Background: an optimization exercise with open tools, aiming at small area, a short achievable clock period and few clock cycles per item. Do not read the settings as production practice. RTL that was checked went through simulation tests only; none was proved equivalent to the original. The RTL of run 1 was laid out without a check of its function.

==> flow/design.v <==
module g_xor2  (input wire a, input wire b, output wire y); assign y = a ^ b;    endmodule
module g_xnor2 (input wire a, input wire b, output wire y); assign y = ~(a ^ b); endmodule
module g_nand2 (input wire a, input wire b, output wire y); assign y = ~(a & b); endmodule
module g_nor2  (input wire a, input wire b, output wire y); assign y = ~(a | b); endmodule
module g_mux2i (input wire a, input wire b, input wire s, output wire y); assign y = ~(s ? b : a); endmodule
module aes_ginv (
    input  wire [3:0] d,
    output reg  [8:0] m
);
    always @(*) begin
        case (d)
            4'd0: m = 9'b000000000;
            4'd1: m = 9'b000111100;
            4'd2: m = 9'b110011000;
            4'd3: m = 9'b110100100;
            4'd4: m = 9'b000110011;
            4'd5: m = 9'b011001010;
            4'd6: m = 9'b110010111;
            4'd7: m = 9'b011110110;
            4'd8: m = 9'b101010010;
            4'd9: m = 9'b101011101;
            4'd10: m = 9'b011000101;
            4'd11: m = 9'b101101110;
            4'd12: m = 9'b101100001;
            4'd13: m = 9'b011111001;
            4'd14: m = 9'b110101011;
            4'd15: m = 9'b000001111;
            default: m = 9'b0;
        endcase
    end
endmodule
module aes_sbox_hi (
    input  wire [7:0]  a,
    output wire [17:0] m
);
    wire U0 = a[7], U1 = a[6], U2 = a[5], U3 = a[4], U4 = a[3], U5 = a[2], U6 = a[1], U7 = a[0];
    wire T1, T2, T3, T4, T5, T6, T7, T8, T9, T10, T11, T12, T13, T14, T15, T16, T17, T18, T19, T20, T21, T22, T23, T24, T25, T26, T27, M1, M2, M3, M4, M5, M6, M7, M8, M9, M10, M11, M12, M13, M14, M15, M16, M17, M18, M19, M20, M21, M22, M23, M37, M38, M39, M40, M41, M42, M43, M44, M45;
    g_xor2 u0 (.a(U0), .b(U3), .y(T1));
    g_xor2 u1 (.a(U0), .b(U5), .y(T2));
    g_xor2 u2 (.a(U0), .b(U6), .y(T3));
    g_xor2 u3 (.a(U3), .b(U5), .y(T4));
    g_xor2 u4 (.a(U4), .b(U6), .y(T5));
    g_xor2 u5 (.a(T1), .b(T5), .y(T6));
    g_xor2 u6 (.a(U1), .b(U2), .y(T7));
    g_xor2 u7 (.a(U7), .b(T6), .y(T8));
    g_xor2 u8 (.a(U7), .b(T7), .y(T9));
    g_xor2 u9 (.a(T6), .b(T7), .y(T10));
    g_xor2 u10 (.a(U1), .b(U5), .y(T11));
    g_xor2 u11 (.a(U2), .b(U5), .y(T12));
    g_xor2 u12 (.a(T3), .b(T4), .y(T13));
    g_xor2 u13 (.a(T6), .b(T11), .y(T14));
    g_xor2 u14 (.a(T5), .b(T11), .y(T15));
    g_xor2 u15 (.a(T5), .b(T12), .y(T16));
    g_xor2 u16 (.a(T9), .b(T16), .y(T17));
    g_xor2 u17 (.a(U3), .b(U7), .y(T18));
    g_xor2 u18 (.a(T7), .b(T18), .y(T19));
    g_xor2 u19 (.a(T1), .b(T19), .y(T20));
    g_xor2 u20 (.a(U6), .b(U7), .y(T21));
    g_xor2 u21 (.a(T7), .b(T21), .y(T22));
    g_xor2 u22 (.a(T2), .b(T22), .y(T23));
    g_xor2 u23 (.a(T2), .b(T10), .y(T24));
    g_xor2 u24 (.a(T20), .b(T17), .y(T25));
    g_xor2 u25 (.a(T3), .b(T16), .y(T26));
    g_xor2 u26 (.a(T1), .b(T12), .y(T27));
    g_nand2 u27 (.a(T13), .b(T6), .y(M1));
    g_nand2 u28 (.a(T23), .b(T8), .y(M2));
    g_xnor2 u29 (.a(T14), .b(M1), .y(M3));
    g_nand2 u30 (.a(T19), .b(U7), .y(M4));
    g_xor2 u31 (.a(M4), .b(M1), .y(M5));
    g_nand2 u32 (.a(T3), .b(T16), .y(M6));
    g_nand2 u33 (.a(T22), .b(T9), .y(M7));
    g_xnor2 u34 (.a(T26), .b(M6), .y(M8));
    g_nand2 u35 (.a(T20), .b(T17), .y(M9));
    g_xor2 u36 (.a(M9), .b(M6), .y(M10));
    g_nand2 u37 (.a(T1), .b(T15), .y(M11));
    g_nand2 u38 (.a(T4), .b(T27), .y(M12));
    g_xor2 u39 (.a(M12), .b(M11), .y(M13));
    g_nand2 u40 (.a(T2), .b(T10), .y(M14));
    g_xor2 u41 (.a(M14), .b(M11), .y(M15));
    g_xnor2 u42 (.a(M3), .b(M2), .y(M16));
    g_xor2 u43 (.a(M5), .b(T24), .y(M17));
    g_xnor2 u44 (.a(M8), .b(M7), .y(M18));
    g_xor2 u45 (.a(M10), .b(M15), .y(M19));
    g_xor2 u46 (.a(M16), .b(M13), .y(M20));
    g_xor2 u47 (.a(M17), .b(M15), .y(M21));
    g_xor2 u48 (.a(M18), .b(M13), .y(M22));
    g_xor2 u49 (.a(M19), .b(T25), .y(M23));
    aes_ginv u_inv (.d({M20, M21, M22, M23}), .m({M45, M44, M43, M42, M41, M40, M39, M38, M37}));
    g_nand2 u50 (.a(M44), .b(T6), .y(m[0]));
    g_nand2 u51 (.a(M40), .b(T8), .y(m[1]));
    g_nand2 u52 (.a(M39), .b(U7), .y(m[2]));
    g_nand2 u53 (.a(M43), .b(T16), .y(m[3]));
    g_nand2 u54 (.a(M38), .b(T9), .y(m[4]));
    g_nand2 u55 (.a(M37), .b(T17), .y(m[5]));
    g_nand2 u56 (.a(M42), .b(T15), .y(m[6]));
    g_nand2 u57 (.a(M45), .b(T27), .y(m[7]));
    g_nand2 u58 (.a(M41), .b(T10), .y(m[8]));
    g_nand2 u59 (.a(M44), .b(T13), .y(m[9]));
    g_nand2 u60 (.a(M40), .b(T23), .y(m[10]));
    g_nand2 u61 (.a(M39), .b(T19), .y(m[11]));
    g_nand2 u62 (.a(M43), .b(T3), .y(m[12]));
    g_nand2 u63 (.a(M38), .b(T22), .y(m[13]));
    g_nand2 u64 (.a(M37), .b(T20), .y(m[14]));
    g_nand2 u65 (.a(M42), .b(T1), .y(m[15]));
    g_nand2 u66 (.a(M45), .b(T4), .y(m[16]));
    g_nand2 u67 (.a(M41), .b(T2), .y(m[17]));
endmodule
module aes_sbox_lo (
    input  wire [17:0] m,
    output wire [7:0]  y
);
    wire M46 = m[0], M47 = m[1], M48 = m[2], M49 = m[3], M50 = m[4], M51 = m[5], M52 = m[6], M53 = m[7], M54 = m[8], M55 = m[9], M56 = m[10], M57 = m[11], M58 = m[12], M59 = m[13], M60 = m[14], M61 = m[15], M62 = m[16], M63 = m[17];
    wire L0, L1, L2, L3, L4, L5, L6, L7, L8, L9, L10, L11, L12, L13, L14, L15, L16, L17, L18, L19, L20, L21, L22, L23, L24, L25, L26, L27, L28, L29;
    g_xor2 u0 (.a(M61), .b(M62), .y(L0));
    g_xor2 u1 (.a(M50), .b(M56), .y(L1));
    g_xor2 u2 (.a(M46), .b(M48), .y(L2));
    g_xor2 u3 (.a(M47), .b(M55), .y(L3));
    g_xor2 u4 (.a(M54), .b(M58), .y(L4));
    g_xor2 u5 (.a(M49), .b(M61), .y(L5));
    g_xnor2 u6 (.a(M62), .b(L5), .y(L6));
    g_xnor2 u7 (.a(M46), .b(L3), .y(L7));
    g_xor2 u8 (.a(M51), .b(M59), .y(L8));
    g_xor2 u9 (.a(M52), .b(M53), .y(L9));
    g_xnor2 u10 (.a(M53), .b(L4), .y(L10));
    g_xnor2 u11 (.a(M60), .b(L2), .y(L11));
    g_xor2 u12 (.a(M48), .b(M51), .y(L12));
    g_xnor2 u13 (.a(M50), .b(L0), .y(L13));
    g_xor2 u14 (.a(M52), .b(M61), .y(L14));
    g_xnor2 u15 (.a(M55), .b(L1), .y(L15));
    g_xnor2 u16 (.a(M56), .b(L0), .y(L16));
    g_xnor2 u17 (.a(M57), .b(L1), .y(L17));
    g_xnor2 u18 (.a(M58), .b(L8), .y(L18));
    g_xnor2 u19 (.a(M63), .b(L4), .y(L19));
    g_xor2 u20 (.a(L0), .b(L1), .y(L20));
    g_xor2 u21 (.a(L1), .b(L7), .y(L21));
    g_xor2 u22 (.a(L3), .b(L12), .y(L22));
    g_xor2 u23 (.a(L18), .b(L2), .y(L23));
    g_xor2 u24 (.a(L15), .b(L9), .y(L24));
    g_xor2 u25 (.a(L6), .b(L10), .y(L25));
    g_xor2 u26 (.a(L7), .b(L9), .y(L26));
    g_xor2 u27 (.a(L8), .b(L10), .y(L27));
    g_xor2 u28 (.a(L11), .b(L14), .y(L28));
    g_xor2 u29 (.a(L11), .b(L17), .y(L29));
    g_xor2 u30 (.a(L6), .b(L24), .y(y[7]));
    g_xnor2 u31 (.a(L16), .b(L26), .y(y[6]));
    g_xnor2 u32 (.a(L19), .b(L28), .y(y[5]));
    g_xor2 u33 (.a(L6), .b(L21), .y(y[4]));
    g_xor2 u34 (.a(L20), .b(L22), .y(y[3]));
    g_xor2 u35 (.a(L25), .b(L29), .y(y[2]));
    g_xnor2 u36 (.a(L13), .b(L27), .y(y[1]));
    g_xnor2 u37 (.a(L6), .b(L23), .y(y[0]));
endmodule
module aes_mixcol (
    input  wire [31:0] c,      
    input  wire        en,
    output wire [31:0] g
);
    wire [7:0] s [0:3];
    assign s[0] = c[31:24]; assign s[1] = c[23:16]; assign s[2] = c[15:8]; assign s[3] = c[7:0];
    wire [7:0] p [0:3];        
    wire [7:0] x [0:3];        
    wire [7:0] t;              
    wire [7:0] u [0:3];        
    genvar i, b;
    generate
        for (i = 0; i < 4; i = i + 1) begin : g_col
            for (b = 0; b < 8; b = b + 1) begin : g_bit
                g_xor2 u_p (.a(s[i][b]), .b(s[(i+1)%4][b]), .y(p[i][b]));
                if (b == 1 || b == 3 || b == 4) begin : g_red
                    g_xor2 u_x (.a(p[i][b-1]), .b(p[i][7]), .y(x[i][b]));
                end else if (b == 0) begin : g_b0
                    assign x[i][0] = p[i][7];
                end else begin : g_sh
                    assign x[i][b] = p[i][b-1];
                end
                g_xor2  u_u (.a(t[b]), .b(x[i][b]), .y(u[i][b]));
                g_nand2 u_g (.a(en), .b(u[i][b]), .y(g[31 - 8*i - 7 + b]));
            end
        end
        for (b = 0; b < 8; b = b + 1) begin : g_t
            g_xor2 u_t (.a(p[0][b]), .b(p[2][b]), .y(t[b]));
        end
    endgenerate
endmodule
module cph_aes (
    input  wire         clk,
    input  wire         rst,          
    input  wire         in_valid,
    output wire         in_ready,
    input  wire [255:0] in_key,       
    input  wire [127:0] in_block,     
    output reg          out_valid,
    output wire [127:0] out_block     
);
    reg          s_busy;
    reg  [3:0]   s_round;             
    reg  [127:0] st;                  
    reg  [127:0] qa;                  
    reg  [127:0] qb;                  
    reg          p_busy;
    reg  [3:0]   p_round;             
    reg  [287:0] pm;                  
    reg  [127:0] ra, rb;              
    reg  [71:0] rm;                  
    reg          rdy, ld_n;
    reg  [127:0] res;                 
    wire load = !ld_n;
    assign in_ready  = rdy;
    assign out_block = res;
    genvar g;
    wire [287:0] pm_d;
    wire [71:0] rm_d;
    generate
        for (g = 0; g < 16; g = g + 1) begin : g_sbh
            aes_sbox_hi u_sb (.a(st[127 - 8*g -: 8]), .m(pm_d[287 - 18*g -: 18]));
        end
        for (g = 0; g < 4; g = g + 1) begin : g_ksbh
            aes_sbox_hi u_ksb (.a(qb[31 - 8*g -: 8]), .m(rm_d[71 - 18*g -: 18]));
        end
    endgenerate
    wire [127:0] sub;
    generate
        for (g = 0; g < 16; g = g + 1) begin : g_sbl
            aes_sbox_lo u_sb (.m(pm[287 - 18*g -: 18]), .y(sub[127 - 8*g -: 8]));
        end
    endgenerate
    wire [127:0] shf;
    generate
        for (g = 0; g < 16; g = g + 1) begin : g_sr
            assign shf[127 - 8*g -: 8] = sub[127 - 8*((g + 4*(g % 4)) % 16) -: 8];
        end
    endgenerate
    wire p_last = (p_round == 4'd14);
    wire mc_en  = ld_n;
    wire [127:0] mg;           
    generate
        for (g = 0; g < 4; g = g + 1) begin : g_mc
            aes_mixcol u_mc (.c(shf[127 - 32*g -: 32]), .en(mc_en), .g(mg[127 - 32*g -: 32]));
        end
    endgenerate
    wire [127:0] xr, rk_n, rnd_out;
    generate
        for (g = 0; g < 128; g = g + 1) begin : g_ark
            wire ik, xs_n;
            g_xor2  u_r (.a(shf[g]), .b(rb[g]), .y(xr[g]));
            g_xor2  u_i (.a(in_block[g]), .b(in_key[128 + g]), .y(ik));
            g_mux2i u_s (.a(xr[g]), .b(ik), .s(load), .y(xs_n));
            g_xor2  u_m (.a(xs_n), .b(mg[g]), .y(rnd_out[g]));
            g_mux2i u_k (.a(rb[g]), .b(in_key[128 + g]), .s(load), .y(rk_n[g]));
        end
    endgenerate
    wire [31:0] ksub;
    generate
        for (g = 0; g < 4; g = g + 1) begin : g_ksbl
            aes_sbox_lo u_ksb (.m(rm[71 - 18*g -: 18]), .y(ksub[31 - 8*g -: 8]));
        end
    endgenerate
    reg [7:0] rcon;
    always @(*) begin
        case (p_round[3:1])
            3'd0:    rcon = 8'h01;
            3'd1:    rcon = 8'h02;
            3'd2:    rcon = 8'h04;
            3'd3:    rcon = 8'h08;
            3'd4:    rcon = 8'h10;
            3'd5:    rcon = 8'h20;
            3'd6:    rcon = 8'h40;
            default: rcon = 8'h80;
        endcase
    end
    wire [31:0] t = p_round[0] ? ({ksub[23:0], ksub[31:24]} ^ {rcon, 24'h0}) : ksub;
    wire [31:0] b0 = ra[127:96], b1 = ra[95:64], b2 = ra[63:32], b3 = ra[31:0];
    wire [31:0] c1, c2, c3, n0, n1, n2, n3;
    generate
        for (g = 0; g < 32; g = g + 1) begin : g_ks
            g_xor2  u_p1 (.a(b0[g]), .b(b1[g]), .y(c1[g]));     
            g_xor2  u_p2 (.a(c1[g]), .b(b2[g]), .y(c2[g]));     
            g_xor2  u_p3 (.a(c2[g]), .b(b3[g]), .y(c3[g]));     
            g_xnor2 u_n0 (.a(b0[g]), .b(t[g]),  .y(n0[g]));
            g_xor2  u_n1 (.a(c1[g]), .b(t[g]),  .y(n1[g]));
            g_xnor2 u_n2 (.a(c2[g]), .b(t[g]),  .y(n2[g]));
            g_xor2  u_n3 (.a(c3[g]), .b(t[g]),  .y(n3[g]));
        end
    endgenerate
    always @(posedge clk) begin
        if (rst) begin
            s_busy    <= 1'b0;
            p_busy    <= 1'b0;
            out_valid <= 1'b0;
            rdy       <= 1'b1;
            ld_n      <= 1'b0;
            s_round   <= 4'd1;
            p_round   <= 4'd1;
        end else begin
            p_busy    <= s_busy;
            p_round   <= s_round;
            out_valid <= p_busy && p_last;
            rdy       <= !s_busy || (s_round == 4'd14);
            ld_n      <= s_busy && (s_round != 4'd14);
            if (load) begin
                s_busy  <= in_valid;
                s_round <= 4'd1;
            end else begin
                s_busy  <= 1'b1;
                s_round <= p_round + 4'd1;
            end
        end
    end
    always @(posedge clk) begin
        pm <= pm_d;
        ra <= qa;
        rb <= qb;
        rm <= rm_d;
        st <= rnd_out;
        qa <= rk_n;
        res <= xr;
        qb <= load ? in_key[127:0] : {n0, n1, n2, n3};
    end
endmodule
==> flow/flow/run.sh <==
#!/bin/bash
# The standard layout, except that the port buffers are plain
# sky130_fd_sc_hd__buf_1 cells rather than the delay cells buffer_ports picks.
set -euo pipefail
bash standard.sh "BUFFER_PORTS_ARGS=-buffer_cell sky130_fd_sc_hd__buf_1" finish > standard_flow.log 2>&1
==> flow/standard.sh <==
#!/bin/bash
# synth_recipe.tcl (not shown) runs the flow's synth.tcl, then flattens the netlist and writes it again
# the make line also repeats each setting of config.mk as NAME=value (left out here)
make -C /OpenROAD-flow-scripts/flow DESIGN_CONFIG=/design/flow/config.mk WORK_HOME=/design/flow/orfs CLKGATE_MAP_FILE= SYNTH_SCRIPT=/design/flow/synth_recipe.tcl "${@:-finish}"
==> flow/config.mk <==
export PLATFORM = sky130hd
export DESIGN_NAME = cph_aes
export DESIGN_NICKNAME = cph_aes
export VERILOG_FILES = /design/flow/design.v
export SDC_FILE = /design/flow/constraint.sdc
export NUM_CORES = 8
export LEC_CHECK = 0
export CAP_MARGIN = 20
export CORE_MARGIN = 2
export CORE_UTILIZATION = 45
export PLACE_DENSITY = 0.6
export SETUP_SLACK_MARGIN = 4.5
export SLEW_MARGIN = 20
export SYNTH_HIERARCHICAL = 1
export SYNTH_MINIMUM_KEEP_SIZE = 0
==> flow/constraint.sdc <==
create_clock -name core_clock -period 8.0 [get_ports {clk}]
set_input_delay 1.6000 -clock core_clock [delete_from_list [all_inputs] [get_ports {clk}]]
set_output_delay 1.6000 -clock core_clock [all_outputs]
set_load 0.01 [all_outputs]
==> reports/qor.csv, run 1 <==
stage,metric,value,unit
drt,vias,39160,
timing,timing_max_transition_violations_final,0,
critical_path,timing.critical_path.slowest_stage_cell,sky130_fd_sc_hd__xor2_2,
drt,drtAntennaViolNets,0,
synth,number_of_distinct_library_cells_after_synthesis,33,
die,die_area,134600,um2
timing,setup_tns,0,ns
global_route,grt_max_degree,87,
drt,routed_via_density,4.895,
drt,drcViolationCount,0,
placed_design,numPortBuffers,516,
drt,drt-pass1-iter-count,5,
run_status,outcome,timing/DRC/antenna clean,
final_layout,leading_cell_type_in_the_layout_fill_and_taps_excluded,sky130_fd_sc_hd__xor2_1,
synth,synth_area_per_cell,10.93,um2
synth,synth-seq-area-share,38.55,%
critical_path,setup.worst_path.start_class,flip-flop,
clocking,clkSinkCount,1141,
hold_path,hp-class,reg2reg,
timing,grt_setup_unrepaired,true,
synth,post_synth_instance_area,59250,um2
placed_design,hpwl,155.4,mm
critical_path,slowest_delay,0.57,ns
critical_path,critical_path_class,reg2reg,
final_layout,fillerInstances,11690,
timing,tightestPinTransition,1.273,ns
final_layout,layout.area.seq,22900,um2
die,rows,133,
final_layout,area_delta_synth_final,20.66,%
clocking,cts-htree-levels,4,
global_route,grt_first_pass_wirelength,268.2,mm
final_layout,nNetsFinal,6671,
placed_design,gpl.final_weighted_congestion,0.9759,
synth,syn_inst,5420,
critical_path,critPathMostFrequentCell,sky130_fd_sc_hd__xor2_1,
critical_path,critPathLaunch,pm[220],
critical_path,required,8.60,ns
final_layout,final_area,71490,um2
timing,period_minus_slack,3.585,ns
critical_path,timing.critical_path.cells,xor2_1 > xnor2_1 > xor2_1 > xor2_2 > xor2_2 > xor2_2 > xor2_1 > nand2_1 > xor2_1,
die,io_pins,517,
final_layout,final_cell_mix,"sky130_fd_sc_hd__xor2_1 (1816), sky130_fd_sc_hd__dfxtp_1 (1094), sky130_fd_sc_hd__nand2_1 (688)",
timing,final_min_period_over_clock_period,44.81,%
clocking,cts-root-buf,sky130_fd_sc_hd__clkbuf_16,
die,initial_core_util,45.18,%
drt,wl_per_cell,24.07,um
clocking,tritoncts,yes,
run,max_cap_violations,0,
global_route,grt.overflow.total,0,
timing,final_hold_viol_count,0,
critical_path,r2r-start,pm[220],
synth,synth.net_count,5949,
synth,synth_seq_cells,1141,
timing,clock.fmax,0.2789,GHz
clocking,clock_insertion_delay_worst_skew,0.77,ns
die,floorplan.die.width,366.9,um
synth,synth_warnings,9,
clocking,hold_buf_count_cts,0,
hold_path,timing.hold.worst.start,qb[118],
critical_path,path_max_fanout,5,
drt,dr.first_iter.drc_count,2885,
critical_path,setup.worst_path.end_class,flip-flop,
die,floorplan.die.height,366.9,um
clocking,cts_made_buffers,130,
die,core_area,131100,um2
final_layout,multiInputGateArea,38290,um2
global_route,antenna_violations_before_repair,7,
timing,clock-skew-final,0.02880,ns
critical_path,worst-endpoint-arrival,4.18,ns
clocking,cts.reportedPaths.clkPinSlew,0.06,ns
final_layout,drive_gt1_share,15.54,%
timing,relative_max_transition_margin,15.12,%
timing,report.final.setup_viol,0,
global_route,vias_in_the_first_global_route,39060,
global_route,track_usage,27.64,%
clocking,cts-root-to-sink-buffers,3,
drt,wl,192.6,mm
placed_design,placedInstanceArea,63070,um2
-- state kept, by name, indices dropped and copies added, names as in the netlist --
name / count
pm: 288
qa: 128
qb: 128
ra: 128
rb: 128
res: 128
st: 128
rm: 72
p_round: 4
s_round: 4
ld_n: 1
out_valid: 1
p_busy: 1
rdy: 1
s_busy: 1
-- kinds of logic after synthesis --
kind of cell | Yosys count | share of synthesized area [%]
buffers and inverters | 226 | 2.355
muxes | 528 | 12.65
AOI/OAI and AO/OA | 108 | 1.081
DFF | 1141 | 38.55
xor gates and xnor gates | 2534 | 37.46
and+or+nand+nor | 741 | 4.904
adders and majority gates | 142 | 2.999
-- synthesized netlist by cell type --
| cell | instances | share of area, % |
|---|---|---|
| sky130_fd_sc_hd__nand2_1 | 688 | 4.4 |
| sky130_fd_sc_hd__a21oi_1 | 68 | 0.57 |
| sky130_fd_sc_hd__mux4_2 | 80 | 3.0 |
| sky130_fd_sc_hd__and2_1 | 1 | 0.011 |
| sky130_fd_sc_hd__or2_2 | 1 | 0.011 |
| sky130_fd_sc_hd__xor2_1 | 2105 | 31 |
| sky130_fd_sc_hd__mux2i_1 | 256 | 4.3 |
| sky130_fd_sc_hd__nor3b_2 | 3 | 0.063 |
| sky130_fd_sc_hd__nor3_2 | 1 | 0.017 |
| sky130_fd_sc_hd__nand4_1 | 1 | 0.011 |
| sky130_fd_sc_hd__dfxtp_1 | 1141 | 39 |
| sky130_fd_sc_hd__a31oi_1 | 20 | 0.21 |
| sky130_fd_sc_hd__ha_1 | 142 | 3.0 |
| sky130_fd_sc_hd__buf_4 | 1 | 0.013 |
| sky130_fd_sc_hd__mux4_1 | 40 | 1.8 |
| sky130_fd_sc_hd__mux2_2 | 54 | 1.0 |
| sky130_fd_sc_hd__buf_6 | 41 | 0.78 |
| sky130_fd_sc_hd__nor2b_1 | 24 | 0.25 |
| sky130_fd_sc_hd__inv_1 | 143 | 0.91 |
| sky130_fd_sc_hd__inv_4 | 20 | 0.21 |
| sky130_fd_sc_hd__clkbuf_1 | 1 | 0.0063 |
| sky130_fd_sc_hd__nand3_1 | 2 | 0.017 |
| sky130_fd_sc_hd__buf_2 | 9 | 0.076 |
| sky130_fd_sc_hd__xnor2_1 | 429 | 6.3 |
| sky130_fd_sc_hd__buf_8 | 1 | 0.025 |
| sky130_fd_sc_hd__nand4b_1 | 1 | 0.015 |
| sky130_fd_sc_hd__or2_1 | 1 | 0.011 |
| sky130_fd_sc_hd__buf_12 | 10 | 0.34 |
| sky130_fd_sc_hd__nor2_1 | 14 | 0.089 |
| sky130_fd_sc_hd__nand2b_1 | 1 | 0.011 |
| sky130_fd_sc_hd__nand3b_1 | 3 | 0.038 |
| sky130_fd_sc_hd__mux2_4 | 98 | 2.5 |
| sky130_fd_sc_hd__o22a_1 | 20 | 0.30 |
-- area by class of cell --
class,instances,share of cell area (%)
clock buffers,172,5.200
well taps,1755,3.072
clock inverters,61,0.9556
inverters,163,0.9311
multi-input cells,4053,53.56
repair buffers,653,4.236
flip-flops and latches,1141,32.04
diodes,3,0.01050
-- per-module statistics from Yosys (local to each module, per instance), a selection --
module    cells inside  times used  flip-flops and latches  area, um2
cph_aes           1372           1                    1141      25570
aes_ginv            30          20                       0      325.3
g_mux2i              1         256                       0      10.01
g_xnor2              1         424                       0      8.758
g_xor2               1        2100                       0      8.758
g_nand2              1         668                       0      3.754
-- stage by stage --
stage | setup WS [ns] | util (%) | hold WS (ns) | std cells
2_1_floorplan | 1.028 | - | 0.3096 | 5420
3_3_place_gp | 3.811 | 48.09 | 0.3097 | 7659
3_5_place_dp | 3.882 | 48.09 | 0.3121 | 7659
4_1_cts | 4.496 | 52.35 | 0.3213 | 7915
5_1_grt | 4.280 | 54.51 | 0.3274 | 7998
6_report | 4.415 | 54.52 | 0.3148 | 8001
-- critical path: cells and delay by family (launching register included) --
| family | cells | cell delay (ns) |
|---|---|---|
| XOR/XNOR | 8 | 2.82 |
| flip-flops | 1 | 0.36 |
| AND/OR/NAND/NOR | 1 | 0.25 |
-- timing repair --
item | in CTS | in global routing
setup buffers | 23 | 83
pin swaps | 3 | 53
setup endpoints to repair | 360 | 358
resized for setup | 132 | 285
-- per-layer routing --
metal	vias up	wire (um)	GRT usage, %
met2	1250	88390	44.41
li1	18480	-	-
met1	19140	85690	37.37
met4	8	8066	10.84
met3	290	10420	4.100
met5	-	46	0
-- path summary, 6_finish.rpt --
path                   to  slack, ns  depth (start not counted)
hold / removal    rb[118]       0.31                          0
setup / recovery   st[79]       4.42                          9
setup reg to reg   st[79]       4.42                          9
hold reg to reg   rb[118]       0.31                          0
==> run 2: changes to the inputs <==
--- a/flow/design.v
+++ b/flow/design.v
@@ -3,31 +3,185 @@
 module g_nand2 (input wire a, input wire b, output wire y); assign y = ~(a & b); endmodule
 module g_nor2  (input wire a, input wire b, output wire y); assign y = ~(a | b); endmodule
 module g_mux2i (input wire a, input wire b, input wire s, output wire y); assign y = ~(s ? b : a); endmodule
-module aes_ginv (
-    input  wire [3:0] d,
-    output reg  [8:0] m
-);
-    always @(*) begin
-        case (d)
-            4'd0: m = 9'b000000000;
-            4'd1: m = 9'b000111100;
-            4'd2: m = 9'b110011000;
-            4'd3: m = 9'b110100100;
-            4'd4: m = 9'b000110011;
-            4'd5: m = 9'b011001010;
-            4'd6: m = 9'b110010111;
-            4'd7: m = 9'b011110110;
-            4'd8: m = 9'b101010010;
-            4'd9: m = 9'b101011101;
-            4'd10: m = 9'b011000101;
-            4'd11: m = 9'b101101110;
-            4'd12: m = 9'b101100001;
-            4'd13: m = 9'b011111001;
-            4'd14: m = 9'b110101011;
-            4'd15: m = 9'b000001111;
-            default: m = 9'b0;
-        endcase
-    end
+module c_a211oi (input wire A1, input wire A2, input wire B1, input wire C1, output wire Y); assign Y = ~((A1 & A2) | B1 | C1); endmodule
+module c_a21oi (input wire A1, input wire A2, input wire B1, output wire Y); assign Y = ~((A1 & A2) | B1); endmodule
+module c_a22o (input wire A1, input wire A2, input wire B1, input wire B2, output wire X); assign X = (A1 & A2) | (B1 & B2); endmodule
+module c_a31oi (input wire A1, input wire A2, input wire A3, input wire B1, output wire Y); assign Y = ~((A1 & A2 & A3) | B1); endmodule
+module c_a32oi (input wire A1, input wire A2, input wire A3, input wire B1, input wire B2, output wire Y); assign Y = ~((A1 & A2 & A3) | (B1 & B2)); endmodule
+module c_and3 (input wire A, input wire B, input wire C, output wire X); assign X = A & B & C; endmodule
+module c_clkinv (input wire A, output wire Y); assign Y = ~A; endmodule
+module c_nand2 (input wire A, input wire B, output wire Y); assign Y = ~(A & B); endmodule
+module c_nand2b (input wire A_N, input wire B, output wire Y); assign Y = ~(~A_N & B); endmodule
+module c_nor2 (input wire A, input wire B, output wire Y); assign Y = ~(A | B); endmodule
+module c_nor2b (input wire A, input wire B_N, output wire Y); assign Y = ~(A | ~B_N); endmodule
+module c_o211ai (input wire A1, input wire A2, input wire B1, input wire C1, output wire Y); assign Y = ~((A1 | A2) & B1 & C1); endmodule
+module c_o21ai (input wire A1, input wire A2, input wire B1, output wire Y); assign Y = ~((A1 | A2) & B1); endmodule
+module c_o32ai (input wire A1, input wire A2, input wire A3, input wire B1, input wire B2, output wire Y); assign Y = ~((A1 | A2 | A3) & (B1 | B2)); endmodule
+module c_xor2 (input wire A, input wire B, output wire X); assign X = A ^ B; endmodule
+module aes_ginv(d, m);
+  input [3:0] d;
+  wire [3:0] d;
+  output [8:0] m;
+  wire [8:0] m;
+  wire _00_;
+  wire _01_;
+  wire _02_;
+  wire _03_;
+  wire _04_;
+  wire _05_;
+  wire _06_;
+  wire _07_;
+  wire _08_;
+  wire _09_;
+  wire _10_;
+  wire _11_;
+  wire _12_;
+  wire _13_;
+  wire _14_;
+  wire _15_;
+  c_clkinv _16_ (
+    .A(d[3]),
+    .Y(_00_)
+  );
+  c_nand2 _17_ (
+    .A(d[0]),
+    .B(d[2]),
+    .Y(_01_)
+  );
+  c_nor2 _18_ (
+    .A(d[1]),
+    .B(_01_),
+    .Y(_02_)
+  );
+  c_nand2b _19_ (
+    .A_N(d[0]),
+    .B(d[1]),
+    .Y(_03_)
+  );
+  c_nand2b _20_ (
+    .A_N(d[3]),
+    .B(d[1]),
+    .Y(_04_)
+  );
+  c_xor2 _21_ (
+    .A(d[1]),
+    .B(d[0]),
+    .X(_05_)
+  );
+  c_o211ai _22_ (
+    .A1(d[1]),
+    .A2(_01_),
+    .B1(_03_),
+    .C1(_04_),
+    .Y(m[7])
+  );
+  c_and3 _23_ (
+    .A(d[1]),
+    .B(d[2]),
+    .C(d[3]),
+    .X(_06_)
+  );
+  c_a21oi _24_ (
+    .A1(_00_),
+    .A2(_01_),
+    .B1(_06_),
+    .Y(m[6])
+  );
+  c_nand2b _25_ (
+    .A_N(d[1]),
+    .B(d[3]),
+    .Y(_07_)
+  );
+  c_nand2 _26_ (
+    .A(d[0]),
+    .B(_07_),
+    .Y(_08_)
+  );
+  c_nand2 _27_ (
+    .A(d[2]),
+    .B(_04_),
+    .Y(_09_)
+  );
+  c_xor2 _28_ (
+    .A(_08_),
+    .B(_09_),
+    .X(m[5])
+  );
+  c_nor2b _29_ (
+    .A(d[0]),
+    .B_N(d[2]),
+    .Y(_10_)
+  );
+  c_nor2 _30_ (
+    .A(d[2]),
+    .B(_05_),
+    .Y(_11_)
+  );
+  c_o32ai _31_ (
+    .A1(d[3]),
+    .A2(_02_),
+    .A3(_11_),
+    .B1(_10_),
+    .B2(_07_),
+    .Y(m[4])
+  );
+  c_a21oi _32_ (
+    .A1(d[1]),
+    .A2(d[2]),
+    .B1(d[0]),
+    .Y(_12_)
+  );
+  c_xor2 _33_ (
+    .A(_04_),
+    .B(_12_),
+    .X(m[3])
+  );
+  c_o21ai _34_ (
+    .A1(d[0]),
+    .A2(_00_),
+    .B1(d[1]),
+    .Y(_13_)
+  );
+  c_a211oi _35_ (
+    .A1(d[1]),
+    .A2(d[3]),
+    .B1(d[2]),
+    .C1(d[0]),
+    .Y(_14_)
+  );
+  c_a21oi _36_ (
+    .A1(d[2]),
+    .A2(_13_),
+    .B1(_14_),
+    .Y(m[2])
+  );
+  c_a22o _37_ (
+    .A1(d[2]),
+    .A2(_07_),
+    .B1(_11_),
+    .B2(d[3]),
+    .X(m[1])
+  );
+  c_nand2 _38_ (
+    .A(d[2]),
+    .B(d[3]),
+    .Y(_15_)
+  );
+  c_a31oi _39_ (
+    .A1(d[0]),
+    .A2(_07_),
+    .A3(_15_),
+    .B1(_14_),
+    .Y(m[0])
+  );
+  c_a32oi _40_ (
+    .A1(_07_),
+    .A2(_13_),
+    .A3(_15_),
+    .B1(d[2]),
+    .B2(d[0]),
+    .Y(m[8])
+  );
 endmodule
 module aes_sbox_hi (
     input  wire [7:0]  a,
==> reports/qor.csv, run 2 <==
stage,metric,value,unit
run_status,outcome,timing/DRC/antenna clean,
final_layout,nNetsFinal,6407,
timing,final_hold_viol_count,0,
final_layout,fillerInstances,11330,
final_layout,leading_cell_type_in_the_layout_fill_and_taps_excluded,sky130_fd_sc_hd__xor2_1,
placed_design,numPortBuffers,516,
final_layout,multiInputGateArea,35080,um2
synth,synth.area.top_cells,"sky130_fd_sc_hd__dfxtp_1 (40%), sky130_fd_sc_hd__xor2_1 (34%), sky130_fd_sc_hd__xnor2_1 (6.7%)",
timing,clock-skew-final,0.04226,ns
timing,clock.fmax,0.2891,GHz
timing,hold-worst-slack,0.3142,ns
timing,tightestPinTransition,1.062,ns
synth,dominantRegCellSynth,sky130_fd_sc_hd__dfxtp_1,
critical_path,worst-endpoint-arrival,4.06,ns
final_layout,fin_cells,7775,
timing,report.final.setup_viol,0,
die,die_area,128400,um2
synth,synth_most_common_cell,sky130_fd_sc_hd__xor2_1,
clocking,cts.reportedPaths.clkPinSlew,0.06,ns
synth,synth-seq-area-share,40.43,%
timing,post-route-worst-setup-slack,4.541,ns
drt,wl_per_cell,23.51,um
drt,wl,182.8,mm
synth,async_flop_share,0,%
die,floorplan.die.height,358.3,um
final_layout,drive_gt1_share,12.93,%
placed_design,gpl.final_weighted_congestion,0.9549,
synth,syn_inst,5320,
timing,setup_tns,0,ns
synth,yosys.area.top_type_share,40.43,%
clocking,cts-root-to-sink-buffers,3,
placed_design,hpwl,147.8,mm
die,rows,130,
final_layout,layout.area.seq,22850,um2
clocking,clock_insertion_delay_worst_skew,0.78,ns
final_layout,final_area,66940,um2
drt,drtAntennaViolNets,0,
global_route,vias_in_the_first_global_route,37940,
placed_design,dp.cells,7510,
clocking,cts_made_buffers,121,
global_route,track_usage,27.64,%
synth,synth.top_cells.by_count,"sky130_fd_sc_hd__xor2_1 (2165), sky130_fd_sc_hd__dfxtp_1 (1141), sky130_fd_sc_hd__nand2_1 (748)",
placed_design,placedInstanceArea,60620,um2
critical_path,r2r-start,pm[153],
drt,drcViolationCount,0,
final_layout,utilization,53.52,%
synth,synth_area_per_cell,10.62,um2
critical_path,critPathLaunch,pm[153],
global_route,grt_max_degree,135,
clocking,clkSinkCount,1141,
critical_path,setup.worst_path.start_class,flip-flop,
drt,dr.first_iter.drc_count,2401,
die,initial_core_util,45.17,%
placed_design,worst_setup_slack_after_placement,3.886,ns
drt,drt-pass1-iter-count,5,
timing,relative_max_transition_margin,29.17,%
synth,synth_enable_flop_cells,0,
global_route,grt.overflow.total,0,
drt,routed_via_density,4.837,
synth,synth.largest_area_cell,sky130_fd_sc_hd__dfxtp_1,
critical_path,path_max_fanout,4,
timing,grt_setup_unrepaired,true,
die,io_pins,517,
final_layout,largest-register,pm,
run,max_cap_violations,0,
final_layout,area_delta_synth_final,18.48,%
die,floorplan.die.width,358.3,um
hold_path,hp-class,reg2reg,
clocking,hold_buf_count_cts,0,
synth,post_synth_instance_area,56500,um2
hold_path,timing.hold.worst.start,qb[62],
final_layout,final_cell_mix,"sky130_fd_sc_hd__xor2_1 (1986), sky130_fd_sc_hd__dfxtp_1 (1133), sky130_fd_sc_hd__nand2_1 (748)",
critical_path,setup.worst_path.end_class,flip-flop,
timing,final_min_period_over_clock_period,43.24,%
critical_path,required,8.60,ns
synth,number_of_distinct_library_cells_after_synthesis,38,
global_route,grt_first_pass_wirelength,254.6,mm
clocking,tritoncts,yes,
synth,synth_seq_cells,1141,
drt,vias,37610,
clocking,cts-root-buf,sky130_fd_sc_hd__clkbuf_16,
timing,period_minus_slack,3.459,ns
global_route,antenna_violations_before_repair,10,
synth,synth_warnings,8,
final_layout,max_reg_flops,288,
critical_path,critical_path_class,reg2reg,
die,core_area,125100,um2
timing,timing_max_transition_violations_final,0,
clocking,cts-htree-levels,3,
synth,synth.net_count,5709,
==> run 2: cell count changes after synthesis, sizes merged, moves of 40 or more <==
cell / previous run / this run
ha: 142 / 2
xor2: 2105 / 2165
inv: 163 / 23
nor2: 14 / 54
mux4: 120 / 0
nand2: 688 / 748
nand2b: 1 / 61
buf: 62 / 22
==> run 2: critical path, cell delays in order, from the launching register on <==
cell and delay [ns]:
sky130_fd_sc_hd__dfxtp_1 0.38, sky130_fd_sc_hd__xor2_1 0.27, sky130_fd_sc_hd__xnor2_1 0.23, sky130_fd_sc_hd__xor2_1 0.21
sky130_fd_sc_hd__xor2_1 0.73, sky130_fd_sc_hd__xor2_1 0.40, sky130_fd_sc_hd__xor2_1 0.51, sky130_fd_sc_hd__xor2_1 0.19
sky130_fd_sc_hd__nand2_1 0.14, sky130_fd_sc_hd__xor2_1 0.23
==> run 2: worst paths after layout <==
check / endpoint / slack, ns / cells past startpoint
max: st[44] / 4.54 / 9
min: rb[62] / 0.31 / 0
max reg2reg: st[44] / 4.54 / 9
min reg2reg: rb[62] / 0.31 / 0
==> run 2: cell type report <==
cell class	instances	share of cell area, %
sequential	1141	34.14
clock buffer	165	5.009
multi-input combinational	4133	52.41
antenna	1	0.003738
timing repair buffer	598	3.851
clock inverter	64	1.365
tap	1650	3.084
inverter	23	0.1346
==> run 2: kinds of logic (layout without fill, tap and decap cells) <==
logic type / after synthesis / count (layout) / synth area share, %
flops: 1141 / 1141 / 40.43
simple gates: 921 / 921 / 6.959
buf+inv: 46 / 850 / 0.6533
mux: 408 / 408 / 8.217
xor+xnor: 2594 / 2594 / 40.21
fa+ha+maj: 2 / 2 / 0.04429
compound gates: 208 / 208 / 3.482
other cells: 0 / 1 / 0
==> run 2: modules after synthesis, one instance, submodules excluded, a selection <==
module    times used  flip-flops and latches
c_nor2b           20                       0
c_a211oi          20                       0
c_o211ai          20                       0
g_mux2i          256                       0
c_a21oi           60                       0
c_a22o            20                       0
g_xor2          2100                       0
g_xnor2          424                       0
c_xor2            60                       0
c_nand2b          60                       0
c_clkinv          20                       0
g_nand2          668                       0
==> run 2: what timing repair did <==
item | CTS | global route
setup endpoints to repair | 353 | 364
buffers inserted | 18 | 17
pin swaps | 0 | 15
resized for setup | 68 | 162
==> run 2: metal layers <==
metal  routed length, um  vias up  global-route usage (%)
met3                9528      266                   4.208
met1               83240    18100                   37.59
met5                  25        -                       0
met2               82990     1040                   44.33
met4                6980        4                   10.11
li1                    -    18200                       -
Testbench counts of run 2, summed over its fixed seeds: cycles 45,408, items 3,238.
==> run 3: changes to the inputs <==
--- a/flow/config.mk
+++ b/flow/config.mk
@@ -9,7 +9,7 @@
 export CORE_MARGIN = 2
 export CORE_UTILIZATION = 45
 export PLACE_DENSITY = 0.6
-export SETUP_SLACK_MARGIN = 4.5
+export SETUP_SLACK_MARGIN = 4.9
 export SLEW_MARGIN = 20
 export SYNTH_HIERARCHICAL = 1
 export SYNTH_MINIMUM_KEEP_SIZE = 0
==> reports/qor.csv, run 3 <==
stage,metric,value,unit
clocking,cts.reportedPaths.clkPinSlew,0.06,ns
synth,synth-seq-area-share,40.43,%
global_route,vias_in_the_first_global_route,38380,
drt,drcViolationCount,0,
hold_path,timing.hold.worst.start,qa[4],
clocking,cts-htree-levels,4,
critical_path,worst-endpoint-arrival,3.80,ns
synth,async_flop_share,0,%
timing,final_hold_viol_count,0,
timing,grt_setup_unrepaired,true,
synth,yosys.area.top_type_share,40.43,%
timing,timing_max_transition_violations_final,0,
timing,clock-skew-final,0.03322,ns
critical_path,setup.worst_path.end_class,flip-flop,
synth,post_synth_xor_area_fraction,40.21,%
synth,post_synth_instance_area,56500,um2
die,floorplan.die.width,358.3,um
global_route,grt.overflow.total,0,
synth,synth.net_count,5709,
die,floorplan.die.height,358.3,um
placed_design,gpl.final_weighted_congestion,0.9493,
synth,synth_enable_flop_cells,0,
synth,number_of_distinct_library_cells_after_synthesis,38,
clocking,cts-root-buf,sky130_fd_sc_hd__clkbuf_16,
final_layout,area_delta_synth_final,29.11,%
synth,synth.area.top_cells,"sky130_fd_sc_hd__dfxtp_1 (40%), sky130_fd_sc_hd__xor2_1 (34%), sky130_fd_sc_hd__xnor2_1 (6.7%)",
final_layout,drive_gt1_share,23.06,%
drt,wl_per_cell,23.73,um
drt,drt-pass1-iter-count,5,
global_route,grt_max_degree,111,
drt,drtAntennaViolNets,0,
placed_design,worst_setup_slack_after_placement,4.245,ns
die,io_pins,517,
synth,largest_family_of_logic_cells_by_synthesized_area,XOR/XNOR gates,
clocking,clock_insertion_delay_worst_skew,0.76,ns
timing,post-route-worst-setup-slack,4.894,ns
placed_design,numPortBuffers,516,
run_status,outcome,timing/DRC/antenna clean,
final_layout,largest-register,pm,
die,rows,130,
final_layout,nNetsFinal,6643,
timing,setup_tns,0,ns
final_layout,leading_cell_type_in_the_layout_fill_and_taps_excluded,sky130_fd_sc_hd__xor2_1,
critical_path,critical_path_class,reg2reg,
synth,synth.top_cells.by_count,"sky130_fd_sc_hd__xor2_1 (2165), sky130_fd_sc_hd__dfxtp_1 (1141), sky130_fd_sc_hd__nand2_1 (748)",
critical_path,setup.worst_path.start_class,flip-flop,
final_layout,final_cell_mix,"sky130_fd_sc_hd__xor2_1 (1676), sky130_fd_sc_hd__dfxtp_1 (1050), sky130_fd_sc_hd__nand2_1 (748)",
synth,synth.largest_area_cell,sky130_fd_sc_hd__dfxtp_1,
hold_path,hp-class,reg2reg,
critical_path,slowest_delay,0.72,ns
critical_path,r2r-start,rm[51],
synth,synth_seq_cells,1141,
synth,synth_compound_area_share,3.481,%
timing,final_min_period_over_clock_period,38.83,%
drt,vias,39160,
synth,syn_inst,5320,
synth,synth_warnings,8,
die,initial_core_util,45.17,%
critical_path,required,8.69,ns
clocking,cts_made_buffers,130,
synth,synth_most_common_cell,sky130_fd_sc_hd__xor2_1,
final_layout,max_reg_flops,288,
synth,synth_mux_area_share,8.217,%
timing,relative_max_transition_margin,21.91,%
drt,routed_via_density,4.891,
die,core_area,125100,um2
clocking,clkSinkCount,1141,
critical_path,timing.critical_path.cells,xor2_1 > xnor2_1 > xor2_1 > xor2_1 > xnor2_1 > a21oi_1 > buf_4 > xnor2_1 > mux2_4,
timing,hold-worst-slack,0.3118,ns
global_route,antenna_violations_before_repair,7,
run,max_cap_violations,0,
critical_path,critPathLaunch,rm[51],
die,die_area,128400,um2
placed_design,hpwl,148.7,mm
synth,dominantRegCellSynth,sky130_fd_sc_hd__dfxtp_1,
drt,wl,190.0,mm
timing,report.final.setup_viol,0,
clocking,tritoncts,yes,
timing,period_minus_slack,3.106,ns
critical_path,timing.critical_path.slowest_stage_cell,sky130_fd_sc_hd__xnor2_1,
synth,synth_area_per_cell,10.62,um2
timing,clock.fmax,0.3219,GHz
drt,dr.first_iter.drc_count,2634,
clocking,cts-root-to-sink-buffers,3,
final_layout,fin_cells,8007,
synth,synth_adder_area_share,0.04429,%
placed_design,dp.cells,7504,
timing,tightestPinTransition,1.167,ns
clocking,hold_buf_count_cts,0,
global_route,track_usage,28.29,%
critical_path,path_max_fanout,4,
synth,yosys.area_share.simple,6.959,%
global_route,grt_first_pass_wirelength,259.8,mm
-- run 3: critical path, delay by kind of cell, from the launching register on --
family	cells	cell delay, ns
buf+inv	1	0.25
flops	1	0.34
xor+xnor	6	2.03
mux	1	0.27
compound gates	1	0.16
-- run 3: kinds of logic (layout without fill, tap and decap cells) --
kind of cell / count (synthesis) / count (layout)
flip-flops: 1141 / 1141
multiplexers: 408 / 408
other: 0 / 1
buffers and inverters: 46 / 1082
AO/OA/AOI/OAI: 208 / 208
AND/OR/NAND/NOR: 921 / 921
XOR/XNOR: 2594 / 2594
adder cells (fa/ha/maj): 2 / 2
-- run 3: metal layers --
metal,global-route usage [%],vias up,wire length (um)
li1,-,18410,-
met1,38.68,19230,84670
met2,44.97,1247,87740
met3,4.020,276,9971
met4,11.44,0,7604
met5,0,-,0
-- run 3: layout make-up --
| type | count | area, um2 |
|---|---|---|
| sequential | 1141 | 22960 |
| tap | 1650 | 2064 |
| antenna | 1 | 2.502 |
| fill | 10610 | 52140 |
| timing repair buffer | 825 | 4448 |
| clock buffer | 175 | 3685 |
| clock inverter | 59 | 680.7 |
| multi-input combinational | 4133 | 39010 |
| inverter | 23 | 90.09 |
-- run 3: repair_timing --
item                       in CTS  in global routing
gates cloned                    0                  1
setup endpoints to repair     466                432
pin swaps                      50                126
gates resized for setup       385                383
setup buffers                  77                190
-- run 3: worst paths after layout --
kind / endpoint / slack [ns] / depth (start not counted)
max: qb[122] / 4.89 / 9
min reg2reg: ra[4] / 0.31 / 0
min: ra[4] / 0.31 / 0
max reg2reg: qb[122] / 4.89 / 9
-- run 3: through the flow --
stage,instance area (um2),util [%]
4_1_cts,68600,54.85
2_1_floorplan,56660,-
5_1_grt,72940,58.32
3_5_place_dp,60710,48.54
6_report,72940,58.32
3_3_place_gp,60710,48.54
-- run 3: per-module statistics from Yosys, one instance, submodules excluded, excerpt --
module,flops+latches,cells inside,copies in the design
c_clkinv,0,1,20
c_o211ai,0,1,20
c_o32ai,0,1,20
c_a31oi,0,1,20
c_nand2,0,1,80
c_xor2,0,1,60
c_a32oi,0,1,20
c_nor2,0,1,40
c_a21oi,0,1,60
c_o21ai,0,1,20
g_nand2,0,1,668
c_a22o,0,1,20
c_and3,0,1,20
g_mux2i,0,1,256
==> run 4: changes to the inputs <==
--- a/flow/config.mk
+++ b/flow/config.mk
@@ -8,8 +8,10 @@
 export CAP_MARGIN = 20
 export CORE_MARGIN = 2
 export CORE_UTILIZATION = 45
+export CTS_CLUSTER_DIAMETER = 150
+export CTS_CLUSTER_SIZE = 30
 export PLACE_DENSITY = 0.6
-export SETUP_SLACK_MARGIN = 4.9
+export SETUP_SLACK_MARGIN = 4.7
 export SLEW_MARGIN = 20
 export SYNTH_HIERARCHICAL = 1
 export SYNTH_MINIMUM_KEEP_SIZE = 0
==> reports/qor.csv, run 4 <==
stage,metric,value,unit
run_status,outcome,timing/DRC/antenna clean,
critical_path,required,8.57,ns
timing,relative_max_transition_margin,29.15,%
synth,yosys.area.top_type_share,40.43,%
drt,routed_via_density,4.888,
final_layout,multiInputGateArea,36690,um2
critical_path,setup.worst_path.start_class,flip-flop,
die,io_pins,517,
timing,setup_tns,0,ns
synth,synth_most_common_cell,sky130_fd_sc_hd__xor2_1,
timing,timing_max_transition_violations_final,0,
synth,synth_area_per_cell,10.62,um2
synth,synth.area.top_cells,"sky130_fd_sc_hd__dfxtp_1 (40%), sky130_fd_sc_hd__xor2_1 (34%), sky130_fd_sc_hd__xnor2_1 (6.7%)",
placed_design,dp.cells,7510,
timing,period_minus_slack,3.298,ns
drt,vias,37430,
critical_path,critical_path_class,reg2reg,
final_layout,utilization,52.72,%
final_layout,fillerInstances,11360,
final_layout,final_cell_mix,"sky130_fd_sc_hd__xor2_1 (1858), sky130_fd_sc_hd__dfxtp_1 (1108), sky130_fd_sc_hd__nand2_1 (748)",
global_route,grt_first_pass_wirelength,251.5,mm
timing,tightestPinTransition,1.059,ns
synth,synth.net_count,5709,
final_layout,layout.area.seq,22890,um2
placed_design,hpwl,147.8,mm
global_route,track_usage,27.30,%
critical_path,setup.worst_path.end_class,flip-flop,
timing,hold-worst-slack,0.3241,ns
die,initial_core_util,45.17,%
timing,clock.fmax,0.3032,GHz
drt,drt-pass1-iter-count,5,
drt,drtAntennaViolNets,0,
die,rows,130,
synth,post_synth_instance_area,56500,um2
final_layout,area_delta_synth_final,16.71,%
die,floorplan.die.width,358.3,um
die,floorplan.die.height,358.3,um
final_layout,largest-register,pm,
global_route,grt_max_degree,135,
drt,dr.first_iter.drc_count,2541,
clocking,cts-root-buf,sky130_fd_sc_hd__clkbuf_16,
synth,synth-seq-area-share,40.43,%
global_route,vias_in_the_first_global_route,37160,
timing,final_min_period_over_clock_period,41.22,%
die,die_area,128400,um2
synth,dominantRegCellSynth,sky130_fd_sc_hd__dfxtp_1,
timing,clock-skew-final,0.03350,ns
hold_path,worstHoldEndpoint,rb[102],
critical_path,critical_path.reg2reg.endpoint,st[67],
synth,synth_enable_flop_cells,0,
die,core_area,125100,um2
synth,number_of_distinct_library_cells_after_synthesis,38,
final_layout,fin_cells,7656,
clocking,cts.reportedPaths.clkPinSlew,0.12,ns
critical_path,worst-endpoint-arrival,3.87,ns
run,max_cap_violations,0,
clocking,cts_made_buffers,44,
final_layout,max_reg_flops,288,
synth,syn_inst,5320,
critical_path,path_max_fanout,4,
drt,wl,182.6,mm
clocking,cts-htree-levels,2,
clocking,cts-root-to-sink-buffers,3,
synth,synth_seq_cells,1141,
synth,synth_warnings,8,
drt,drcViolationCount,0,
drt,wl_per_cell,23.85,um
synth,async_flop_share,0,%
synth,synth.top_cells.by_count,"sky130_fd_sc_hd__xor2_1 (2165), sky130_fd_sc_hd__dfxtp_1 (1141), sky130_fd_sc_hd__nand2_1 (748)",
final_layout,leading_cell_type_in_the_layout_fill_and_taps_excluded,sky130_fd_sc_hd__xor2_1,
clocking,clock_insertion_delay_worst_skew,0.70,ns
synth,synth.largest_area_cell,sky130_fd_sc_hd__dfxtp_1,
clocking,clkSinkCount,1141,
critical_path,r2r-start,pm[34],
timing,final_hold_viol_count,0,
timing,grt_setup_unrepaired,true,
final_layout,nNetsFinal,6387,
global_route,antenna_violations_before_repair,11,
timing,report.final.setup_viol,0,
final_layout,drive_gt1_share,14.45,%
critical_path,r2r.worst_path.cells,9,
placed_design,numPortBuffers,516,
hold_path,min_delay_path_depth,0,
hold_path,hp-class,reg2reg,
placed_design,gpl.final_weighted_congestion,0.9549,
global_route,grt.overflow.total,0,
critical_path,reg2reg_slack,4.70,ns
clocking,hold_buf_count_cts,0,
clocking,tritoncts,yes,
hold_path,timing.hold.worst.start,qb[102],
==> run 4: cell counts after synthesis <==
No cell type changed its count.
==> run 4: layer usage <==
metal  routed length (um)  track usage, %  vias up
li1                     -               -    17930
met1                83340           38.02    18220
met2                83380           43.75     1055
met3                 8963           3.041      216
met4                 6903           9.623        4
met5                   23               0        -
==> run 4: per-stage QoR <==
stage | setup slack (ns) | cell area, um2
2_1_floorplan | 1.028 | 56510
3_3_place_gp | 3.953 | 60620
3_5_place_dp | 3.886 | 60620
4_1_cts | 4.597 | 63580
5_1_grt | 4.609 | 65930
6_report | 4.702 | 65940
==> run 4: cell families after synthesis <==
logic type / Yosys count / synth area share (%)
XOR/XNOR: 2594 / 40.21
AO/OA/AOI/OAI: 208 / 3.482
buffers and inverters: 46 / 0.6533
adder cells (fa/ha/maj): 2 / 0.04429
AND/OR/NAND/NOR: 921 / 6.959
flip-flops: 1141 / 40.43
multiplexers: 408 / 8.217
==> run 4: critical path, cell delays in order, from the launching register on <==
cell	delay (ns)
sky130_fd_sc_hd__dfxtp_1	0.41
sky130_fd_sc_hd__xor2_1	0.34
sky130_fd_sc_hd__xor2_1	0.29
sky130_fd_sc_hd__xor2_2	0.43
sky130_fd_sc_hd__buf_4	0.25
sky130_fd_sc_hd__xor2_1	0.29
sky130_fd_sc_hd__xor2_2	0.42
sky130_fd_sc_hd__xor2_1	0.43
sky130_fd_sc_hd__nand2_1	0.12
sky130_fd_sc_hd__xor2_1	0.20
==> run 4: cell type report <==
| cell class | instances | area share [%] |
|---|---|---|
| multi-input combinational | 4134 | 55.64 |
| sequential | 1141 | 34.71 |
| timing repair buffer | 654 | 4.583 |
| tap | 1650 | 3.131 |
| clock buffer | 46 | 1.713 |
| inverter | 23 | 0.1366 |
| clock inverter | 4 | 0.07590 |
| antenna | 4 | 0.01518 |
==> run 4: worst max-delay path by stage <==
stage / cells after the start / startpoint / endpoint / slack [ns]
after detailed placement: 9 / pm[220] / st[79] / 3.89
final: 9 / pm[34] / st[67] / 4.70
after global routing: 12 / st[2] / pm[17] / 4.61
after CTS: 9 / pm[202] / st[79] / 4.60
after floorplan: 6 / ld_n / st[0] / 1.03
after global placement: 9 / pm[226] / st[79] / 3.95
==> run 4: Yosys stat by module, one instance, submodules excluded, a selection <==
module | cell area, um2 | times used | flops+latches | cells inside
g_xnor2 | 8.758 | 424 | 0 | 1
c_xor2 | 8.758 | 60 | 0 | 1
c_o32ai | 16.27 | 20 | 0 | 1
c_nand2 | 3.754 | 80 | 0 | 1
g_xor2 | 8.758 | 2100 | 0 | 1
c_a22o | 8.758 | 20 | 0 | 1
c_a21oi | 8.758 | 60 | 0 | 1
c_a31oi | 6.256 | 20 | 0 | 1
c_nor2b | 13.76 | 20 | 0 | 1
c_nor2 | 3.754 | 40 | 0 | 1
==> run 4: repair_timing <==
item | 4_1_cts | 5_1_grt
endpoints found under the setup margin | 414 | 392
setup buffers | 29 | 62
cloned | 0 | 1
pin swaps | 13 | 31
resized for setup | 204 | 243
==> run 5: changes to the inputs <==
--- a/flow/config.mk
+++ b/flow/config.mk
@@ -8,8 +8,8 @@
 export CAP_MARGIN = 20
 export CORE_MARGIN = 2
 export CORE_UTILIZATION = 45
-export CTS_CLUSTER_DIAMETER = 150
-export CTS_CLUSTER_SIZE = 30
+export CTS_CLUSTER_DIAMETER = 120
+export CTS_CLUSTER_SIZE = 24
 export PLACE_DENSITY = 0.6
 export SETUP_SLACK_MARGIN = 4.7
 export SLEW_MARGIN = 20
==> reports/qor.csv, run 5 <==
stage,metric,value,unit
run_status,outcome,timing/DRC/antenna clean,
final_layout,final_cell_mix,"sky130_fd_sc_hd__xor2_1 (1863), sky130_fd_sc_hd__dfxtp_1 (1115), sky130_fd_sc_hd__nand2_1 (748)",
critical_path,r2r-start,ld_n,
final_layout,largest-register,pm,
synth,yosys.area.top_type_share,40.43,%
synth,synth-seq-area-share,40.43,%
drt,vias,37390,
die,floorplan.die.height,358.3,um
clocking,cts-root-buf,sky130_fd_sc_hd__clkbuf_16,
global_route,vias_in_the_first_global_route,37310,
clocking,cts-root-to-sink-buffers,3,
final_layout,nNetsFinal,6392,
critical_path,critPathLaunch,ld_n,
global_route,grt_max_degree,135,
synth,async_flop_share,0,%
drt,drcViolationCount,0,
critical_path,path_depth,5,
critical_path,setup.worst_path.end_class,flip-flop,
global_route,antenna_violations_before_repair,8,
drt,dr.first_iter.drc_count,2364,
timing,clock-skew-final,0.02672,ns
timing,clock.fmax,0.2970,GHz
die,rows,130,
critical_path,reg2reg_slack,4.63,ns
critical_path,critical_path.reg2reg.endpoint,st[44],
critical_path,worst-endpoint-arrival,3.90,ns
synth,synth_most_common_cell,sky130_fd_sc_hd__xor2_1,
placed_design,placedInstanceArea,60620,um2
drt,wl,182.6,mm
die,core_area,125100,um2
final_layout,drive_gt1_share,14.41,%
synth,synth.largest_area_cell,sky130_fd_sc_hd__dfxtp_1,
synth,synth_warnings,8,
final_layout,final_area,66200,um2
drt,routed_via_density,4.879,
critical_path,setup.worst_path.start_class,flip-flop,
clocking,cts-htree-levels,2,
clocking,cts.reportedPaths.clkPinSlew,0.10,ns
final_layout,utilization,52.92,%
die,io_pins,517,
critical_path,path_max_fanout,88,
synth,synth_seq_cells,1141,
critical_path,timing.critical_path.cells,clkinvlp_4 > buf_12 > buf_6 > mux2i_1 > xor2_1,
drt,drt-pass1-iter-count,5,
critical_path,crit_buf_inv,3,
synth,synth.area.top_cells,"sky130_fd_sc_hd__dfxtp_1 (40%), sky130_fd_sc_hd__xor2_1 (34%), sky130_fd_sc_hd__xnor2_1 (6.7%)",
global_route,track_usage,27.35,%
critical_path,critical_path_class,reg2reg,
clocking,clock_insertion_delay_worst_skew,0.71,ns
global_route,grt.overflow.total,0,
die,initial_core_util,45.17,%
timing,period_minus_slack,3.367,ns
critical_path,critical_path.top_delay_family,buffers and inverters,
synth,syn_inst,5320,
synth,number_of_distinct_library_cells_after_synthesis,38,
die,floorplan.die.width,358.3,um
final_layout,max_reg_flops,288,
global_route,grt_first_pass_wirelength,252.7,mm
critical_path,required,8.54,ns
critical_path,slowest_delay,0.95,ns
synth,dominantRegCellSynth,sky130_fd_sc_hd__dfxtp_1,
timing,timing_max_transition_violations_final,0,
placed_design,hpwl,147.8,mm
drt,wl_per_cell,23.83,um
hold_path,hp-class,reg2reg,
final_layout,leading_cell_type_in_the_layout_fill_and_taps_excluded,sky130_fd_sc_hd__xor2_1,
final_layout,fillerInstances,11330,
clocking,clkSinkCount,1141,
clocking,tritoncts,yes,
timing,report.final.setup_viol,0,
timing,final_hold_viol_count,0,
timing,grt_setup_unrepaired,true,
timing,tightestPinTransition,1.327,ns
synth,synth.net_count,5709,
die,die_area,128400,um2
clocking,hold_buf_count_cts,0,
timing,relative_max_transition_margin,11.21,%
run,max_cap_violations,0,
synth,synth.top_cells.by_count,"sky130_fd_sc_hd__xor2_1 (2165), sky130_fd_sc_hd__dfxtp_1 (1141), sky130_fd_sc_hd__nand2_1 (748)",
synth,post_synth_instance_area,56500,um2
timing,final_min_period_over_clock_period,42.09,%
final_layout,area_delta_synth_final,17.18,%
timing,setup_tns,0,ns
placed_design,numPortBuffers,516,
synth,synth_enable_flop_cells,0,
critical_path,timing.critical_path.to,st[44],
synth,synth_area_per_cell,10.62,um2
critical_path,r2r.worst_path.cells,5,
drt,drtAntennaViolNets,0,
clocking,cts_made_buffers,54,
critical_path,timing.critical_path.slowest_stage_cell,sky130_fd_sc_hd__dfxtp_4,
placed_design,gpl.final_weighted_congestion,0.9549,
run 5: cell types whose count changed in the layout (fill, tap and decap cells not counted), sizes merged:
cell,previous run,this run
clkbuf,46,59
buf,654,649
clkinv,0,2
inv,26,24
bufinv,0,1
diode,4,3
run 5: how the worst min path moves through the flow:
| stage | startpoint | to | slack [ns] | cells past startpoint |
|---|---|---|---|---|
| 3_5_place_dp | qa[57] | ra[57] | 0.31 | 0 |
| 2_1_floorplan | qa[0] | ra[0] | 0.31 | 0 |
| 4_1_cts | qa[85] | ra[85] | 0.33 | 0 |
| 6_report | qa[6] | ra[6] | 0.33 | 0 |
| 3_3_place_gp | qb[94] | rb[94] | 0.31 | 0 |
| 5_1_grt | qa[21] | ra[21] | 0.34 | 0 |
run 5: per-stage QoR:
| stage | hold WS (ns) | instances | setup slack (ns) |
|---|---|---|---|
| 3_3_place_gp | 0.3095 | 7510 | 3.953 |
| 3_5_place_dp | 0.3121 | 7510 | 3.886 |
| 2_1_floorplan | 0.3096 | 5320 | 1.028 |
| 5_1_grt | 0.3367 | 7661 | 4.608 |
| 6_report | 0.3316 | 7664 | 4.633 |
| 4_1_cts | 0.3307 | 7602 | 4.626 |
run 5: layer usage:
layer  GRT usage (%)  wire (um)  vias to the layer above
li1                -          -                    17960
met1           38.16      83900                    18180
met2           44.37      83690                     1031
met3           3.178       8792                      220
met4           8.134       6203                        4
met5               0         11                        -
run 5: final cells by class:
cell class                      count  area, um2  area share, %
Antenna cell                        3      7.507        0.01134
Clock buffer                       59       1444          2.181
Clock inverter                      5      65.06        0.09828
Inverter                           23      90.09         0.1361
Multi-Input combinational cell   4134      36670          55.39
Sequential cell                  1141      22880          34.56
Tap cell                         1650       2064          3.119
Timing Repair Buffer              649       2984          4.508
run 5: cells by family (layout without fill, tap and decap cells):
group	after synthesis	after routing	share of synthesized area (%)
AOI/OAI and AO/OA	208	208	3.482
xor gates and xnor gates	2594	2595	40.21
adders and majority gates	2	2	0.04429
buffers and inverters	46	736	0.6533
DFF	1141	1141	40.43
muxes	408	408	8.217
other	0	3	0
and+or+nand+nor	921	921	6.959
run 5: worst register-to-register path, delay by kind of cell (launching register included):
family	cells	cell delay, ns
xor+xnor	1	0.13
mux	1	0.93
buf+inv	3	1.19
flops	1	0.95
run 5: what timing repair did:
item                                    4_1_cts  5_1_grt
endpoints found under the setup margin      410      401
pin swaps                                    14       28
resized for setup                           193      245
buffers inserted                             28       58
gates cloned                                  0        1
run 5: per-module statistics from Yosys, one instance, submodules excluded, a selection:
module	area, um2	flops+latches	times used	cells
c_a32oi	8.758	0	20	1
g_xnor2	8.758	0	424	1
c_o21ai	5.005	0	20	1
c_nor2b	13.76	0	20	1
g_mux2i	10.01	0	256	1
g_xor2	8.758	0	2100	1
c_o211ai	12.51	0	20	1

[re-timing with driven ports]
In the flow no input, the clock included, has a driving cell. The finished layouts below were timed again as built, in two steps.
Step 1, drivers: a clkbuf_16 drives clk and a buf_2 each remaining input, both assumed.
Step 2 moves the port delays by t, midway between the first and last clock arrival at a register: inputs arrive t later, outputs are due t later. That takes back most of the time a late clock gives input paths.
Three values: ideal, step 1, step 2; two values: the first two.
run | t, ns | slack for setup (ns) | clock arrival spread, ns
run 1 | 0.836 | 4.415 / 4.415 / 4.415 | 0.029 / 0.030
run 2 | 0.837 | 4.541 / 4.541 / 4.541 | 0.044 / 0.044
run 3 | 0.829 | 4.893 / 4.893 / 4.893 | 0.039 / 0.039
run 4 | 0.764 | 4.702 / 4.702 / 4.702 | 0.035 / 0.035
run 5 | 0.775 | 4.633 / 4.633 / 4.633 | 0.034 / 0.034
After both steps every run listed still meets setup and hold.
